Context: an optimization exercise on an open-source flow, tuned for small area, a short achievable clock period and few clock cycles per item. The choices shown serve that exercise and are no tape-out recipe.
Where RTL was checked, it was by simulation tests only, not by an equivalence proof against the original.

Setup of north:
==> module div_zq, before the edit <==
module div_zq (
    input  wire [63:0] a,
    input  wire [63:0] b_x,
    input  wire        a_neg,
    output wire        zq,
    output reg  [6:0]  wa           
);
    reg [63:0] ro, ra;             
    integer i, l;
    always @* begin
        ro = a;
        ra = a;
        for (l = 1; l < 64; l = l * 2)
            for (i = 0; i < 64; i = i + 1)
                if ((i / l) % 2 == 0 && (i / l) * l + l < 64) begin
                    ro[i] = ro[i] | ro[(i / l) * l + l];
                    ra[i] = ra[i] & ra[(i / l) * l + l];
                end
    end
    wire [63:0] lim = a_neg ? {~ra[62:0], 1'b1} : ro;
    assign zq = |(b_x & ~lim);
    integer k, j;
    always @* begin
        wa = {lim[63], 6'd0};
        for (k = 0; k < 6; k = k + 1)
            for (j = (1 << k) - 1; j + (1 << k) < 64; j = j + (2 << k))
                wa[k] = wa[k] | (lim[j] & ~lim[j + (1 << k)]);
    end
endmodule
==> module div_lo, before the edit <==
module div_lo (
    input  wire [61:0] v,
    output reg  [61:0] lo
);
    integer i, l;
    always @* begin
        lo = {v[60:0], 1'b0};
        for (l = 1; l < 62; l = l * 2)
            for (i = 0; i < 62; i = i + 1)
                if ((i / l) % 2 == 1)
                    lo[i] = lo[i] | lo[(i / l) * l - 1];
    end
endmodule
==> module div_unit, before the edit <==
module div_unit (
    input  wire        clk,
    input  wire        rst,        
    input  wire        trig,       
    input  wire        sgn,        
    input  wire [63:0] a,          
    input  wire [63:0] b,          
    output reg  [63:0] dq,         
    output reg  [63:0] dm,         
    output wire        done,       
    output reg         cpl,        
    output reg         ov,         
    output reg         dz          
);
    reg        busy;               
    reg        align;              
    reg        fix;                
    reg [6:0]  cnt;                
    reg [6:0]  wbr;                
    reg [64:0] rem;                
    reg [63:0] quo;                
    reg [64:0] dvx;                
    reg        cin;                
    reg        neg_a;              
    reg        neg_q;              
    reg [1:0]  lastq;              
    assign done = !busy;
    wire        a_neg  = sgn && a[63];
    wire        b_neg  = sgn && b[63];
    wire [63:0] b_x    = (b ^ {64{b_neg}}) | 64'd1;
    wire [6:0]  wa_x, wb;
    wire        zq;
    div_width wid_b (.v(b_x), .w(wb));
    div_zq    zqt   (.a(a), .b_x(b_x), .a_neg(a_neg), .zq(zq), .wa(wa_x));
    wire        b_zero = (b == 64'd0);
    wire        fast   = b_zero || zq;           
    wire        mp_t   = a_neg && !b_neg;        
    wire        inv   = !neg_q;
    wire [6:0]  shamt = cnt - wbr;                    
    wire [64:0] sh;
    div_align aln (.v({neg_q ^ neg_a, quo} ^ {65{inv}}), .n(shamt[5:1]), .f(inv), .s(sh));
    wire [66:0] r67 = {{2{rem[64]}}, rem};
    wire [66:0] x1  = {{2{dvx[64]}}, dvx};
    wire [66:0] x2  = {dvx[64], dvx, cin};        
    wire [66:0] cs, cc0;
    genvar gi;
    generate
        for (gi = 0; gi < 67; gi = gi + 1) begin : csa
            div_csa u (.x(r67[gi]), .y(x1[gi]), .z(x2[gi]), .s(cs[gi]), .c(cc0[gi]));
        end
    endgenerate
    wire [66:0] cc = {cc0[65:0], cin};
    wire [66:0] s1, s2, s3;
    wire        z1, z2, z3;
    div_add #(.W(67)) add1 (.x(r67), .y(x1), .ci(cin), .s(s1), .z(z1));
    div_add #(.W(67)) add2 (.x(r67), .y(x2), .ci(cin), .s(s2), .z(z2));
    div_add #(.W(67)) add3 (.x(cs),  .y(cc), .ci(cin), .s(s3), .z(z3));
    wire        acc1 = align || (neg_a ? (s1[66] | (cin & z1)) : !s1[66]);
    wire        acc2 = !align && (neg_a ? (s2[66] | (cin & z2)) : !s2[66]);
    wire        acc3 = !align && (neg_a ? (s3[66] | (cin & z3)) : !s3[66]);
    wire [64:0] rsel = acc3 ? s3[64:0] : acc2 ? s2[64:0] : acc1 ? s1[64:0] : rem;
    wire [1:0]  dig  = {acc2, acc3 | (acc1 & !acc2)};
    wire [61:0] quo_lo;
    div_lo qlo (.v(quo[61:0]), .lo(quo_lo));
    wire [61:0] q_flip  = quo_lo & {62{neg_q}};               
    wire [1:0]  qd      = fix ? lastq : dig;
    wire        qd_z    = fix ? (lastq == 2'b00) : !acc1;
    wire [63:0] q_res   = {quo[61:0] ^ (qd_z ? q_flip : {62{neg_q}}), neg_q ? 2'b00 - qd : qd};
    wire [63:0] r_res   = fix ? s1[63:0] : rsel[63:0];
    wire        last    = (cnt == 7'd0);
    wire        wr      = busy && !align && (fix || (last && !(neg_a && !cin)));
    always @(posedge clk) begin
        wbr <= wb;
        if (trig) begin
            cnt <= wa_x;
            rem <= {a_neg, a};
            dvx <= {65{mp_t}};           
        end else begin
            rem <= rsel;
            if (align) begin
                cnt <= {2'b0, shamt[5:1]};
                dvx <= sh;
            end else begin
                cnt <= cnt - 7'd1;
                dvx <= (last && neg_a && !cin) ? 65'd0 : {{2{dvx[64]}}, dvx[64:2]};
            end
        end
    end
    always @(posedge clk) begin
        cpl <= 1'b0;
        if (rst) begin
            busy <= 1'b0;
            dq   <= 64'd0;
            dm   <= 64'd0;
        end else if (trig) begin
            ov    <= a_neg && b_neg && (a == 64'h8000_0000_0000_0000) &&
                     (b == 64'hFFFF_FFFF_FFFF_FFFF);
            dz    <= b_zero;
            neg_a <= a_neg;
            neg_q <= a_neg ^ b_neg;
            busy  <= !fast;
            align <= 1'b1;
            fix   <= 1'b0;
            quo   <= b;
            cin   <= 1'b0;
            if (fast) begin
                cpl  <= 1'b1;
                dq   <= 64'd0;
                dm   <= a;
            end
        end else if (busy) begin
            if (align) begin
                align <= 1'b0;
                quo   <= 64'd0;
                cin   <= inv;
            end else if (fix) begin
                busy <= 1'b0;
                cpl  <= 1'b1;
            end else begin
                quo <= {quo[61:0], dig};
                if (last) begin
                    if (neg_a && !cin) begin
                        fix   <= 1'b1;
                        lastq <= dig;
                        quo   <= quo;
                        cin   <= 1'b1;
                    end else begin
                        busy <= 1'b0;
                        cpl  <= 1'b1;
                    end
                end
            end
            if (wr) begin
                dq <= q_res;
                dm <= r_res;
            end
        end
    end
endmodule
==> flow/config.mk <==
export PLATFORM = sky130hd
export DESIGN_NAME = div_unit
export DESIGN_NICKNAME = div_unit
export VERILOG_FILES = /design/flow/design.v
export SDC_FILE = /design/flow/constraint.sdc
export NUM_CORES = 4
export LEC_CHECK = 0
export CAP_MARGIN = 20
export CORE_MARGIN = 2
export CORE_UTILIZATION = 40
export SLEW_MARGIN = 20
export SYNTH_HIERARCHICAL = 1
export SYNTH_MINIMUM_KEEP_SIZE = 0
==> flow/constraint.sdc <==
create_clock -name core_clock -period 11.0 [get_ports {clk}]
set_input_delay 2.2000 -clock core_clock [delete_from_list [all_inputs] [get_ports {clk}]]
set_output_delay 2.2000 -clock core_clock [all_outputs]
set_load 0.01 [all_outputs]
standard.sh (not shown) runs the stock make flow with config.mk's settings and CLKGATE_MAP_FILE= SYNTH_SCRIPT=/design/flow/synth_recipe.tcl, a recipe that flattens the netlist after the stock synthesis.
==> flow/flow/run.sh <==
#!/bin/bash
# The standard layout (standard.sh, unchanged synthesis), with two changes
# to how the layout is made:
#  - the port buffers that ORFS inserts are plain buf_2 cells instead of
#    the delay cell buffer_ports picks by default;
#  - timing repair aims at a tighter setup margin.
export BUFFER_PORTS_ARGS="-buffer_cell sky130_fd_sc_hd__buf_2"
export SETUP_SLACK_MARGIN=6
bash standard.sh > standard.log 2>&1
Having completed the whole flow, north delivered a layout that passed the timing, design-rule and antenna checks.
The following lists how south was set up differently from north:
--- a/flow/design.v
+++ b/flow/design.v
@@ -64,31 +64,20 @@
 endmodule
 module div_zq (
-    input  wire [63:0] a,
+    input  wire [63:0] a_x,
     input  wire [63:0] b_x,
     input  wire        a_neg,
-    output wire        zq,
-    output reg  [6:0]  wa           
-);
-    reg [63:0] ro, ra;             
+    output wire        zq
+);
+    reg [63:0] top;                
     integer i, l;
     always @* begin
-        ro = a;
-        ra = a;
+        top = a_x;
         for (l = 1; l < 64; l = l * 2)
             for (i = 0; i < 64; i = i + 1)
-                if ((i / l) % 2 == 0 && (i / l) * l + l < 64) begin
-                    ro[i] = ro[i] | ro[(i / l) * l + l];
-                    ra[i] = ra[i] & ra[(i / l) * l + l];
-                end
-    end
-    wire [63:0] lim = a_neg ? {~ra[62:0], 1'b1} : ro;
+                if ((i / l) % 2 == 0 && (i / l) * l + l < 64)
+                    top[i] = top[i] | top[(i / l) * l + l];
+    end
+    wire [63:0] lim = a_neg ? {top[62:0], 1'b1} : top;
     assign zq = |(b_x & ~lim);
-    integer k, j;
-    always @* begin
-        wa = {lim[63], 6'd0};
-        for (k = 0; k < 6; k = k + 1)
-            for (j = (1 << k) - 1; j + (1 << k) < 64; j = j + (2 << k))
-                wa[k] = wa[k] | (lim[j] & ~lim[j + (1 << k)]);
-    end
 endmodule
 module div_align (
@@ -105,8 +94,9 @@
     end
 endmodule
-module div_lo (
+module div_neg (
     input  wire [61:0] v,
-    output reg  [61:0] lo
-);
+    output wire [61:0] n
+);
+    reg [61:0] lo;
     integer i, l;
     always @* begin
@@ -117,4 +107,5 @@
                     lo[i] = lo[i] | lo[(i / l) * l - 1];
     end
+    assign n = v ^ lo;
 endmodule
 module div_unit (
@@ -147,14 +138,16 @@
     wire        a_neg  = sgn && a[63];
     wire        b_neg  = sgn && b[63];
+    wire [63:0] a_x    = a ^ {64{a_neg}};
     wire [63:0] b_x    = (b ^ {64{b_neg}}) | 64'd1;
     wire [6:0]  wa_x, wb;
     wire        zq;
+    div_width wid_a (.v(a_x), .w(wa_x));
     div_width wid_b (.v(b_x), .w(wb));
-    div_zq    zqt   (.a(a), .b_x(b_x), .a_neg(a_neg), .zq(zq), .wa(wa_x));
+    div_zq    zqt   (.a_x(a_x), .b_x(b_x), .a_neg(a_neg), .zq(zq));
     wire        b_zero = (b == 64'd0);
     wire        fast   = b_zero || zq;           
     wire        mp_t   = a_neg && !b_neg;        
     wire        inv   = !neg_q;
-    wire [6:0]  shamt = cnt - wbr;                    
+    wire [6:0]  shamt = cnt + {6'd0, neg_a} - wbr;    
     wire [64:0] sh;
     div_align aln (.v({neg_q ^ neg_a, quo} ^ {65{inv}}), .n(shamt[5:1]), .f(inv), .s(sh));
@@ -180,10 +173,11 @@
     wire [64:0] rsel = acc3 ? s3[64:0] : acc2 ? s2[64:0] : acc1 ? s1[64:0] : rem;
     wire [1:0]  dig  = {acc2, acc3 | (acc1 & !acc2)};
-    wire [61:0] quo_lo;
-    div_lo qlo (.v(quo[61:0]), .lo(quo_lo));
-    wire [61:0] q_flip  = quo_lo & {62{neg_q}};               
+    wire [61:0] quo_n;
+    div_neg qneg (.v(quo[61:0]), .n(quo_n));
+    wire [61:0] q_hi_nz = neg_q ? ~quo[61:0] : quo[61:0];    
+    wire [61:0] q_hi_z  = neg_q ? quo_n : quo[61:0];         
     wire [1:0]  qd      = fix ? lastq : dig;
     wire        qd_z    = fix ? (lastq == 2'b00) : !acc1;
-    wire [63:0] q_res   = {quo[61:0] ^ (qd_z ? q_flip : {62{neg_q}}), neg_q ? 2'b00 - qd : qd};
+    wire [63:0] q_res   = {qd_z ? q_hi_z : q_hi_nz, neg_q ? 2'b00 - qd : qd};
     wire [63:0] r_res   = fix ? s1[63:0] : rsel[63:0];
     wire        last    = (cnt == 7'd0);
## What came out
Max via count across south and north: north. Final layout net count: south vs north down 144. Area of combinational cells with multiple inputs for south: 1.3% down relative to north. In south, routed length on met1 is lower than in north. south vs. north: met1 track demand over resource went down by 1.4 points. In south relative to north, core box area had gone down slightly. Against north, south reports a worst hold slack that is lower.
Testbench counts of south, summed over its fixed seeds: cycles 24,567, divisions 3,200.
Only the layout flow was run in north; the RTL was not checked for function there.

-- separate check: timing with driven ports --
The results above use ideal ports. As a check the final layouts listed here were re-extracted and re-timed, cells and wires unchanged.
Step 1, drivers: a clkbuf_16 drives clk and a buf_2 each remaining input, both assumed.
Step 2 times the ports against the registers' clock, not the clock port: input delays grow and output delays shrink by t, the midpoint of the rising clock arrivals with the driver on.
a / b / c = no drivers / after step 1 / after step 2; a / b = the first two.
run | shift t [ns] | setup WS [ns] | worst setup path after step 2 | worst slew at a driven data input, ns
north | 0.720 | 5.828 / 5.828 / 5.116 | input to register | 0.13
south | 0.714 | 5.834 / 5.834 / 5.216 | input to register | 0.11
After both steps every run listed still meets setup and hold. For north, which loses most, drivers alone change the setup slack by 0.000 ns; drivers and shift together by -0.712 ns.
